Background: an optimization exercise with open tools, aiming at small area, a short achievable clock period and few clock cycles. Do not read the settings as production practice.
The RTL was checked by simulation tests, not by an equivalence proof against the original design.

--- flow/design.v ---
module dsp_exec (
    input  wire        clk,
    input  wire        rst,         
    input  wire        in_valid,
    output wire        in_ready,
    input  wire [35:0] in_insn,
    output reg         out_valid,
    input  wire        out_ready,
    output reg  [31:0] out_d,
    output reg  [39:0] out_acc,
    output reg  [15:0] out_st
);
    localparam OP_LDI   = 6'h0A, OP_MOV   = 6'h0B, OP_MVR   = 6'h0C, OP_LDSI  = 6'h0D;
    localparam OP_ADD   = 6'h10, OP_SUB   = 6'h11, OP_AND   = 6'h12, OP_OR    = 6'h13;
    localparam OP_XOR   = 6'h14, OP_SHL   = 6'h15, OP_SHR   = 6'h16, OP_ASR   = 6'h17;
    localparam OP_CMP   = 6'h18, OP_PAR   = 6'h19, OP_ADDI  = 6'h1A, OP_ANDI  = 6'h1B;
    localparam OP_ORI   = 6'h1C, OP_XORI  = 6'h1D, OP_ADD32 = 6'h1E, OP_SUB32 = 6'h1F;
    localparam OP_MPY   = 6'h20, OP_MAC   = 6'h21, OP_MSU   = 6'h22;
    localparam OP_CLRA  = 6'h24, OP_SHA   = 6'h25, OP_STA   = 6'h26, OP_LDAC  = 6'h27;
    localparam OP_ADDA  = 6'h28, OP_SUBA  = 6'h29, OP_STAP  = 6'h2A;
    localparam SREG_ST = 5'd17;
    reg        [15:0] dreg [0:15];
    reg signed [39:0] areg [0:3];
    reg        [15:0] st;
    wire accept = in_valid && in_ready;
    assign in_ready = !out_valid || out_ready;
    wire [5:0]  op     = in_insn[35:30];
    wire [3:0]  f_d    = in_insn[29:26];
    wire [3:0]  f_a    = in_insn[25:22];
    wire [3:0]  f_b    = in_insn[21:18];
    wire [3:0]  f_sh4  = in_insn[17:14];
    wire [15:0] f_imm  = in_insn[15:0];
    wire [1:0]  f_acc  = in_insn[29:28];
    wire [3:0]  f_ma   = in_insn[27:24];    
    wire [3:0]  f_mb   = in_insn[23:20];    
    wire [1:0]  f_ab   = in_insn[27:26];    
    wire [1:0]  f_sacc = in_insn[25:24];    
    wire [4:0]  f_ssh  = in_insn[4:0];      
    wire [5:0]  f_ash  = in_insn[5:0];      
    wire        f_dir  = in_insn[25];
    wire [4:0]  f_sreg = in_insn[24:20];
    wire [3:0] pd = {f_d[3:1], 1'b0};
    wire [3:0] pa = {f_a[3:1], 1'b0};
    wire [3:0] pb = {f_b[3:1], 1'b0};
    wire [3:0] la = {f_ma[3:1], 1'b0};
    wire [15:0] da = dreg[f_a];
    wire [15:0] db = dreg[f_b];
    wire [31:0] pair_a = {dreg[pa | 4'd1], dreg[pa]};
    wire [31:0] pair_b = {dreg[pb | 4'd1], dreg[pb]};
    wire sata = st[11];
    wire [1:0] rnd_mode = st[13:12];
    wire [15:0] alu_b   = (op == OP_ADDI) ? f_imm : db;
    wire        alu_sub = (op == OP_SUB) || (op == OP_CMP);
    wire [16:0] add16   = alu_sub ? ({1'b0, da} + {1'b0, ~alu_b} + 17'd1)
                                  : ({1'b0, da} + {1'b0, alu_b});
    wire [15:0] add16_r = add16[15:0];
    wire        add16_c = add16[16];
    wire        add16_v = alu_sub ? ((da[15] ^ alu_b[15]) & (da[15] ^ add16_r[15]))
                                  : (~(da[15] ^ alu_b[15]) & (da[15] ^ add16_r[15]));
    wire [15:0] log_b = (op == OP_ANDI || op == OP_ORI || op == OP_XORI) ? f_imm : db;
    wire [31:0] shl_w = {16'd0, da} << f_sh4;
    wire [31:0] shr_w = {da, 16'd0} >> f_sh4;
    wire [31:0] asr_w = $signed({da, 16'd0}) >>> f_sh4;
    wire        sub32   = (op == OP_SUB32);
    wire [32:0] add32   = sub32 ? ({1'b0, pair_a} + {1'b0, ~pair_b} + 33'd1)
                                : ({1'b0, pair_a} + {1'b0, pair_b});
    wire [31:0] add32_r = add32[31:0];
    wire        add32_v = sub32 ? ((pair_a[31] ^ pair_b[31]) & (pair_a[31] ^ add32_r[31]))
                                : (~(pair_a[31] ^ pair_b[31]) & (pair_a[31] ^ add32_r[31]));
    wire signed [39:0] acc_cur = areg[f_acc];
    wire signed [39:0] acc_ab  = areg[f_ab];
    wire signed [31:0] prod    = $signed(dreg[f_ma]) * $signed(dreg[f_mb]);
    wire signed [40:0] mac_sum = (op == OP_MSU) ? ({acc_cur[39], acc_cur} - {{9{prod[31]}}, prod})
                                                : ({acc_cur[39], acc_cur} + {{9{prod[31]}}, prod});
    wire signed [40:0] aa_sum  = (op == OP_SUBA) ? ({acc_cur[39], acc_cur} - {acc_ab[39], acc_ab})
                                                 : ({acc_cur[39], acc_cur} + {acc_ab[39], acc_ab});
    wire signed [5:0]  ash      = f_ash;
    wire signed [70:0] sha_left = {{31{acc_cur[39]}}, acc_cur} <<< ash[4:0];
    wire signed [39:0] sha_rght = acc_cur >>> (6'd0 - f_ash);
    function [40:0] fit41;    
        input signed [40:0] v;
        input               sat;
        begin
            if (v[40] == v[39])
                fit41 = {1'b0, v[39:0]};
            else if (sat)
                fit41 = {1'b1, v[40] ? {1'b1, 39'd0} : {1'b0, {39{1'b1}}}};
            else
                fit41 = {1'b1, v[39:0]};
        end
    endfunction
    function [40:0] fit71;    
        input signed [70:0] v;
        input               sat;
        reg                 inr;
        begin
            inr = (v[70:39] == {32{1'b0}}) || (v[70:39] == {32{1'b1}});
            if (inr)
                fit71 = {1'b0, v[39:0]};
            else if (sat)
                fit71 = {1'b1, v[70] ? {1'b1, 39'd0} : {1'b0, {39{1'b1}}}};
            else
                fit71 = {1'b1, v[39:0]};
        end
    endfunction
    wire [40:0] mac_fit = fit41(mac_sum, sata);
    wire [40:0] aa_fit  = fit41(aa_sum, sata);
    wire [40:0] sha_fit = ash[5] ? {1'b0, sha_rght} : fit71(sha_left, sata);
    wire signed [39:0] sta_src = areg[f_sacc];
    wire signed [39:0] sta_q   = sta_src >>> f_ssh;
    wire [39:0] sta_low_mask   = (40'd1 << f_ssh) - 40'd1;
    wire [39:0] sta_rem        = sta_src & sta_low_mask;           
    wire [39:0] sta_half       = (f_ssh == 5'd0) ? 40'd0 : (40'd1 << (f_ssh - 5'd1));
    wire        sta_half_bit   = (f_ssh != 5'd0) && ((sta_rem & sta_half) != 40'd0);
    wire        sta_below_half = ((sta_rem & ~sta_half) != 40'd0);
    reg         sta_inc;
    always @(*) begin
        case (rnd_mode)
            2'd1:    sta_inc = sta_half_bit;
            2'd2:    sta_inc = sta_half_bit && (sta_below_half || sta_q[0]);
            default: sta_inc = 1'b0;
        endcase
    end
    wire signed [40:0] sta_r = {sta_q[39], sta_q} + {40'd0, sta_inc};
    wire sta_sat16_hi = (sta_r > 41'sd32767);
    wire sta_sat16_lo = (sta_r < -41'sd32768);
    wire sta_sat32_hi = (sta_r > 41'sd2147483647);
    wire sta_sat32_lo = (sta_r < -41'sd2147483648);
    wire [15:0] sta16 = sta_sat16_hi ? 16'h7FFF : sta_sat16_lo ? 16'h8000 : sta_r[15:0];
    wire [31:0] sta32 = sta_sat32_hi ? 32'h7FFFFFFF : sta_sat32_lo ? 32'h80000000 : sta_r[31:0];
    reg        wr_d;        
    reg        wr_pair;     
    reg [3:0]  wr_dn;       
    reg [31:0] wr_dv;
    reg        wr_a;
    reg [1:0]  wr_an;
    reg [39:0] wr_av;
    reg [15:0] st_next;
    reg        zf, nf;
    always @(*) begin
        wr_d    = 1'b0;
        wr_pair = 1'b0;
        wr_dn   = f_d;
        wr_dv   = 32'd0;
        wr_a    = 1'b0;
        wr_an   = f_acc;
        wr_av   = 40'd0;
        st_next = st;
        zf      = 1'b0;
        nf      = 1'b0;
        case (op)
            OP_LDI: begin
                wr_d = 1'b1; wr_dv = {16'd0, f_imm};
            end
            OP_MOV: begin
                wr_d = 1'b1; wr_dv = {16'd0, da};
            end
            OP_MVR: begin
                if (f_dir) begin
                    wr_d = 1'b1;
                    wr_dv = {16'd0, (f_sreg == SREG_ST) ? st : 16'd0};
                end else if (f_sreg == SREG_ST) begin
                    st_next = dreg[f_d] & 16'hFFEF;
                end
            end
            OP_LDSI: begin
                if (f_sreg == SREG_ST)
                    st_next = f_imm & 16'hFFEF;
            end
            OP_ADD, OP_SUB, OP_ADDI, OP_CMP: begin
                wr_d  = (op != OP_CMP);
                wr_dv = {16'd0, add16_r};
                st_next[0] = (add16_r == 16'd0);
                st_next[1] = add16_r[15];
                st_next[2] = add16_c;
                st_next[3] = add16_v;
            end
            OP_AND, OP_OR, OP_XOR, OP_ANDI, OP_ORI, OP_XORI: begin
                wr_d = 1'b1;
                case (op)
                    OP_AND, OP_ANDI: wr_dv = {16'd0, da & log_b};
                    OP_OR,  OP_ORI:  wr_dv = {16'd0, da | log_b};
                    default:         wr_dv = {16'd0, da ^ log_b};
                endcase
                st_next[0] = (wr_dv[15:0] == 16'd0);
                st_next[1] = wr_dv[15];
                st_next[2] = 1'b0;
                st_next[3] = 1'b0;
            end
            OP_SHL, OP_SHR, OP_ASR: begin
                wr_d = 1'b1;
                case (op)
                    OP_SHL: begin
                        wr_dv = {16'd0, shl_w[15:0]};
                        if (f_sh4 != 4'd0) st_next[2] = shl_w[16];
                    end
                    OP_SHR: begin
                        wr_dv = {16'd0, shr_w[31:16]};
                        if (f_sh4 != 4'd0) st_next[2] = shr_w[15];
                    end
                    default: begin
                        wr_dv = {16'd0, asr_w[31:16]};
                        if (f_sh4 != 4'd0) st_next[2] = asr_w[15];
                    end
                endcase
                st_next[0] = (wr_dv[15:0] == 16'd0);
                st_next[1] = wr_dv[15];
            end
            OP_PAR: begin
                wr_d  = 1'b1;
                wr_dv = {31'd0, ^(da & db)};
                st_next[0] = ~wr_dv[0];
            end
            OP_ADD32, OP_SUB32: begin
                wr_pair = 1'b1; wr_dn = pd; wr_dv = add32_r;
                st_next[0] = (add32_r == 32'd0);
                st_next[1] = add32_r[31];
                st_next[2] = add32[32];
                st_next[3] = add32_v;
            end
            OP_MPY: begin
                wr_a = 1'b1; wr_av = {{8{prod[31]}}, prod};
            end
            OP_MAC, OP_MSU: begin
                wr_a = 1'b1; wr_av = mac_fit[39:0];
                if (mac_fit[40]) st_next[5] = 1'b1;
            end
            OP_CLRA: begin
                wr_a = 1'b1; wr_av = 40'd0;
            end
            OP_SHA: begin
                wr_a = 1'b1; wr_av = sha_fit[39:0];
                if (sha_fit[40]) st_next[5] = 1'b1;
            end
            OP_LDAC: begin
                wr_a = 1'b1; wr_av = {{8{dreg[la | 4'd1][15]}}, dreg[la | 4'd1], dreg[la]};
            end
            OP_ADDA, OP_SUBA: begin
                wr_a = 1'b1; wr_av = aa_fit[39:0];
                if (aa_fit[40]) st_next[5] = 1'b1;
            end
            OP_STA: begin
                wr_d = 1'b1; wr_dv = {16'd0, sta16};
                if (sta_sat16_hi || sta_sat16_lo) st_next[5] = 1'b1;
            end
            OP_STAP: begin
                wr_pair = 1'b1; wr_dn = pd; wr_dv = sta32;
                if (sta_sat32_hi || sta_sat32_lo) st_next[5] = 1'b1;
            end
            default: ;
        endcase
    end
    integer i;
    always @(posedge clk) begin
        if (rst) begin
            for (i = 0; i < 16; i = i + 1) dreg[i] <= 16'd0;
            for (i = 0; i < 4; i = i + 1)  areg[i] <= 40'd0;
            st        <= 16'd0;
            out_valid <= 1'b0;
            out_d     <= 32'd0;
            out_acc   <= 40'd0;
            out_st    <= 16'd0;
        end else begin
            if (accept) begin
                if (wr_d)
                    dreg[wr_dn] <= wr_dv[15:0];
                if (wr_pair) begin
                    dreg[wr_dn]        <= wr_dv[15:0];
                    dreg[wr_dn | 4'd1] <= wr_dv[31:16];
                end
                if (wr_a)
                    areg[wr_an] <= wr_av;
                st        <= st_next;
                out_valid <= 1'b1;
                out_d     <= (wr_d || wr_pair) ? wr_dv : 32'd0;
                out_acc   <= wr_a ? wr_av : 40'd0;
                out_st    <= st_next;
            end else if (out_ready) begin
                out_valid <= 1'b0;
            end
        end
    end
endmodule
--- flow/run.sh ---
#!/bin/bash
# synth_recipe.tcl (not shown) runs the flow's synth.tcl, then flattens the netlist and writes it again
# the make line also repeats each setting of config.mk as NAME=value (left out here)
make -C /OpenROAD-flow-scripts/flow DESIGN_CONFIG=/design/flow/config.mk WORK_HOME=/design/flow/orfs CLKGATE_MAP_FILE= SYNTH_SCRIPT=/design/flow/synth_recipe.tcl finish
--- flow/config.mk ---
export PLATFORM = sky130hd
export DESIGN_NAME = dsp_exec
export DESIGN_NICKNAME = dsp_exec
export VERILOG_FILES = /design/flow/design.v
export SDC_FILE = /design/flow/constraint.sdc
export NUM_CORES = 4
export LEC_CHECK = 0
export CAP_MARGIN = 20
export CORE_MARGIN = 2
export CORE_UTILIZATION = 40
export SETUP_SLACK_MARGIN = 0.5
export SLEW_MARGIN = 20
--- flow/constraint.sdc ---
create_clock -name core_clock -period 17.0 [get_ports {clk}]
set_input_delay 3.4000 -clock core_clock [delete_from_list [all_inputs] [get_ports {clk}]]
set_output_delay 3.4000 -clock core_clock [all_outputs]
set_load 0.01 [all_outputs]
==> run notes <==
cells in the mapped netlist, drive strengths merged (124+ instances only):
cell | count | area share
a21oi | 402 | 0.028
buf | 153 | 0.010
clkbuf | 412 | 0.021
edfxtp | 416 | 0.17
fa | 268 | 0.074
ha | 306 | 0.053
inv | 498 | 0.026
mux2i | 344 | 0.047
mux4 | 623 | 0.19
nand2 | 791 | 0.041
nand3 | 151 | 0.010
nor2 | 867 | 0.045
nor3 | 124 | 0.0086
o21ai | 422 | 0.029
o22ai | 170 | 0.015
xnor2 | 182 | 0.022
stage by stage:
step                      cells  area [sq um]  worst slack (ns)  hold slack (ns)
after floorplan            7885         73100             0.514            0.470
after global placement    10141         77900             0.242            0.434
after detailed placement  10141         77900             0.113            0.438
after CTS                 10242         79700             0.738            0.453
after global routing      10247         79800             0.516            0.472
final                     10260         79900             0.805            0.451
metal layers:
layer,up-vias,GRT usage
li1,29612,-
met2,5622,0.536
met3,927,0.183
met4,30,0.198
met5,-,0.00755
met1,36384,0.509
placed cells by master (no fill, tap or decap), drive strengths merged, types with 90 or more instances in the layout:
cell and count:
inv 507, mux2i 344, xnor2 182, a211oi 95
mux2 120, mux4 623, a21o 92, edfxtp 416
nand2 791, o22ai 170, fa 268, clkdlybuf4s50 111
ha 306, nand3 151, nor2 867, buf 343
xor2 90, nor3 124, a21oi 402, o21ai 422
cell type report:
cell class                      instances  area (sq um)
Multi-Input combinational cell       6312         54800
Antenna cell                           14          35.0
Inverter                              504          1890
Clock buffer                           67          1420
Fill cell                           17348        101000
Sequential cell                       504         14300
Tap cell                             2370          2970
Clock inverter                         34           408
Timing Repair Buffer                  455          4040
cells by family after synthesis:
group                    after synthesis  synth area share
AND/OR/NAND/NOR                     2438             0.150
AO/OA/AOI/OAI                       1939             0.179
multiplexers                        1087             0.258
buffers and inverters               1069            0.0572
adder cells (fa/ha/maj)              574             0.126
flip-flops                           504             0.196
XOR/XNOR                             273            0.0330
other                                  1         0.0000515
worst reg2reg max path, delay by kind of cell, from the launching register on:
family / cells / cell delay (ns)
flops: 1 / 0.59
fa+ha+maj: 8 / 3.86
compound gates: 8 / 3.25
simple gates: 9 / 2.31
xor+xnor: 1 / 0.14
buf+inv: 6 / 1.25
mux: 3 / 1.72
worst paths after layout:
path	from	endpoint	depth (start not counted)
worst max-delay path	in_insn[21]	areg[3][17]$_DFFE_PP_	38
worst min-delay path	out_d[9]$_SDFFE_PP0P_	out_d[9]$_SDFFE_PP0P_	2
worst min register to register	out_d[9]$_SDFFE_PP0P_	out_d[9]$_SDFFE_PP0P_	2
worst max register to register	dreg[15][2]$_DFFE_PP_	areg[3][17]$_DFFE_PP_	35
state kept, by name, indices dropped and copies added (netlist names):
name,flops
dreg,256
areg,160
out_acc,40
out_d,32
st,15
out_valid,1
==> flow_summary.yaml <==
critical_path:
  slowest_stage: "a211oi_1"
  r2r_setup_slack_ns: 3.58
  slowest_delay_ns: 0.72
  path_common_cell: "fa_1"
  crit_buf_inv: 8
  cp-end-kind: "register"
  critical_path.max_fanout: 43
  arrival_ns: 16.59
  crit_family: "adder cells"
  start_kind: "input port"
  worstPathRequired_ns: 17.39
  path_class: "input port to register"
placement:
  portBuffers: 128
  hpwl_mm: 291
  gp_congestion: 1.06
routing:
  wl_met2_mm: 150
  vias_per_cell: 7.07
  drc_errors: 0
  finalWirelength_mm: 374
  routedWlPerCell_microns: 36.4
  wl_met3_mm: 60.1
  drtIter0Drc: 12090
  ant_nets: 0
  wl_met1_mm: 141
  highest_layer: "met5"
  via_count: 72575
  dr.pass1.iters: 6
synth:
  synth_cells: 7885
  synth_area_sq_mm: 0.0729
  synth-seq-cells: 504
  synth_nets: 8499
  synth_cell_types: 112
  avgSynthCellArea_sq_um: 9.24
  ys_seq_area_frac: 0.196
  synth_edf_count: 416
  synth_ff_type: "edfxtp_1"
  async_reset_ff_frac: 0
  ys_warn_count: 1
sta:
  final.period_utilization: 0.953
  min_period_ns: 16.20
  hold_viol_final: 0
  slew_headroom: 0.117
  tightest_slew_ns: 1.32
  setup_tns_ns: 0
  rsz0062_at_grt: "false"
  setup_viol: 0
  skew_ns: 0.0594
  fmax_ghz: 0.0617
  drv_slew: 0
run_status:
  run_status: "no timing/DRC/antenna violations"
cts:
  htree_num_levels: 2
  clock_path_buffers: 3
  clk_latency_ns: 0.72
  cts_tree: "built"
  clk_pin_slew_ns: 0.06
  cts_resized: 0
  cts-buffers-inserted: 54
  post_cts_buffers: 0
  clock-root-buffer: "clkbuf_16"
  postCtsHoldBufs: 0
  clkSinkCount: 504
floorplan:
  core-area_sq_mm: 0.181
  die_w_microns: 431
  start_util: 0.403
  pin_count: 130
  die_h_microns: 431
  rows: 156
  dieArea_sq_mm: 0.186
global_route:
  grt_pass1_wl_mm: 521
  globalRouteTotalUtil: 0.391
  grt_overflow: 0
  grt_max_degree: 102
  first_global_vias: 68148
  antenna_found_initial: 28
layout:
  drive_above_1_share: 0.167
  syn_to_final_growth_pct: 9.58
  fin_util: 0.441
  fin_nets: 8445
flow_run:
  cap_viol_max_count: 0
worst_hold_path:
  hp-class: "register to register"
Testbench counts, summed over its fixed seeds: cycles 32,008.

## re-timing with driven ports
No port has a modelled driver above. Below, the same layout with a new extraction and two added sets of constraints. Step 1, drivers: a clkbuf_16 drives clk and a buf_2 each remaining input, both assumed. Step 2, shift: input delay + t, output delay - t, t = (earliest + latest rising clock arrival at the registers) / 2. This alone moves slack from input paths to output paths. Three values: no drivers, after step 1, after step 2; two values: the first two.
t, ns: 0.770
slack for setup (ns): 0.805 / 0.770 / 0.000
worst data-port slew with drivers (ns): 0.21
For this run, drivers alone change the setup slack by -0.035 ns; drivers and shift together by -0.805 ns.
